This design comes from an exercise in tuning for small area, a short achievable clock period and few clock cycles per item on the open sky130 flow, not from production work. Function was checked by simulation only, so behaviour that the tests miss may differ from the original.

== run a ==
Design winnow_key, start of the top module:
module winnow_key (
    input  wire        clk,
    input  wire        rst,
    input  wire        req_valid,
    output wire        req_ready,
    input  wire [31:0] req_period,
    input  wire [9:0]  req_n_inst,
    input  wire [15:0] req_i_pred,
    input  wire        req_pol,
    input  wire [15:0] req_p_sw,
    input  wire [7:0]  req_k_th,
    input  wire [7:0]  req_th_code,
    input  wire        cell_valid,
    output wire        cell_ready,
    input  wire        cell_last,
    input  wire [15:0] cell_vcap,
    input  wire [18:0] cell_tau,
    input  wire [23:0] cell_cgain,
    input  wire [7:0]  cell_temp,
    input  wire        cell_ins,
    input  wire [9:0]  cell_pos,
    output reg         out_valid,
    output reg         out_last,
    output reg  [33:0] out_ck
);
Settings: LEC_CHECK=0, ABC_AREA=1, CAP_MARGIN=20, CORE_MARGIN=2, CORE_UTILIZATION=40, CTS_CLUSTER_DIAMETER=100, CTS_CLUSTER_SIZE=24, SLEW_MARGIN=20; clock period 25.0 ns.
standard.sh (not shown) runs the stock make flow with config.mk's settings and CLKGATE_MAP_FILE= SYNTH_SCRIPT=/design/flow/synth_recipe.tcl, a recipe that flattens the netlist after the stock synthesis.
==> flow/flow/run.sh <==
#!/bin/bash
set -euo pipefail
here=$(pwd)
bash standard.sh "BUFFER_PORTS_ARGS=-buffer_cell sky130_fd_sc_hd__buf_4" \
    "POST_GLOBAL_PLACE_TCL=$here/flow/input_buffers.tcl" finish > flow_make.log 2>&1
==> flow/flow/input_buffers.tcl <==
# After global placement: the standard flow has buffered every port with
# sky130_fd_sc_hd__buf_4 (BUFFER_PORTS_ARGS in run.sh); the inputs have timing
# slack, so their buffers are made sky130_fd_sc_hd__buf_1. The output buffers,
# which drive the output load, stay buf_4.
set n 0
foreach inst [get_cells input*] {
  if { [get_property $inst ref_name] == "sky130_fd_sc_hd__buf_4" } {
    replace_cell $inst sky130_fd_sc_hd__buf_1
    incr n
  }
}
puts "input port buffers made sky130_fd_sc_hd__buf_1: $n"
Testbench counts of run a, summed over its fixed seeds: cycles 12,040, items 11,512.
Modified inputs, run b compared to run a
--- a/flow/design.v
+++ b/flow/design.v
@@ -63,51 +63,37 @@
         for (bi = 0; bi < 8; bi = bi + 1) begin
             ipb = {req_i_pred[2 * bi + 1], req_i_pred[2 * bi], (bi == 0) ? 1'b0 : req_i_pred[2 * bi - 1]};
             ip_one[bi] = ipb[1] ^ ipb[0];
             ip_two[bi] = (ipb[2] & ~ipb[1] & ~ipb[0]) | (~ipb[2] & ipb[1] & ipb[0]);
             ip_neg[bi] = ipb[2] & ~(ipb[1] & ipb[0]);
         end
     end
     reg        a_v, a_last;
+    wire req_rdy_nx  = rst || (!req_fire && ((a_v && a_last) || !req_nld));
+    wire cell_rdy_on = (req_fire && READY_AT == 0) || (mod_run && mcnt + 6'd1 == READY_AT);
+    wire cell_rdy_nx = !rst && !(cell_fire && cell_last) && (cell_rdy_on || !cell_nrdy);
     always @(posedge clk) begin
+        req_ready_r  <= req_rdy_nx;
+        req_nld      <= !req_rdy_nx;
+        cell_ready_r <= cell_rdy_nx;
+        cell_nrdy    <= !cell_rdy_nx;
         if (rst) begin
-            req_ready_r  <= 1'b1;
-            req_nld      <= 1'b0;
-            cell_ready_r <= 1'b0;
-            cell_nrdy    <= 1'b1;
             mod_run      <= 1'b0;
             mcnt         <= 6'd0;
         end else begin
             if (req_fire) begin
-                req_ready_r <= 1'b0;
-                req_nld     <= 1'b1;
                 mod_run     <= 1'b1;
                 mcnt        <= 6'd0;
-                if (READY_AT == 0) begin
-                    cell_ready_r <= 1'b1;
-                    cell_nrdy    <= 1'b0;
-                end
-            end else if (a_v && a_last) begin
-                req_ready_r <= 1'b1;
-                req_nld     <= 1'b0;
             end
             if (mod_run) begin
                 mcnt <= mcnt + 6'd1;
-                if (mcnt + 6'd1 == READY_AT) begin
-                    cell_ready_r <= 1'b1;
-                    cell_nrdy    <= 1'b0;
-                end
                 if (mcnt + 6'd1 == MOD_CYC)
                     mod_run <= 1'b0;
             end
-            if (cell_fire && cell_last) begin
-                cell_ready_r <= 1'b0;
-                cell_nrdy    <= 1'b1;
-            end
         end
     end
     always @(posedge clk) begin
         if (!req_nld) begin
             r_one     <= ip_one;
             r_two     <= ip_two;
             r_neg     <= ip_neg;
             r_ip_sign <= req_i_pred[15];
Findings:
- A worst setup path startpoint of req_ready_r is what run a shows, while out_ck[1] belongs to run b.
- Synthesis-to-finish area growth of run a is on par with run b.
- Compared to run a, run b reaches a higher achievable clock.
- Run b vs. run a: final cell count stayed essentially flat, non-clock buffer count rose by 4.
Testbench counts of run b, summed over its fixed seeds: cycles 12,040, items 11,512.

==> static timing again, ports no longer ideal <==
In the flow no input, the clock included, has a driving cell. The finished layouts below were timed again as built, in two steps.
Step 1 sets driving cells, clkbuf_16 on the clock port and buf_2 on the other inputs (assumed; they add their load-dependent delay and slew).
Step 2, shift: input delay + t, output delay - t, t = (earliest + latest rising clock arrival at the registers) / 2. This alone moves slack from input paths to output paths.
Three values: ideal ports, drivers, drivers and shift; two values: the first two.
run	shift t [ns]	slack for setup (ns)	worst setup path at the end	latest minus earliest clock arrival (ns)	cell pins on the clock port's net
run a	0.694	18.812 / 18.745 / 18.997	input to register	0.079 / 0.079	1
run b	0.710	18.884 / 18.817 / 18.921	register to register	0.029 / 0.029	1
After both steps every run listed still meets setup and hold.
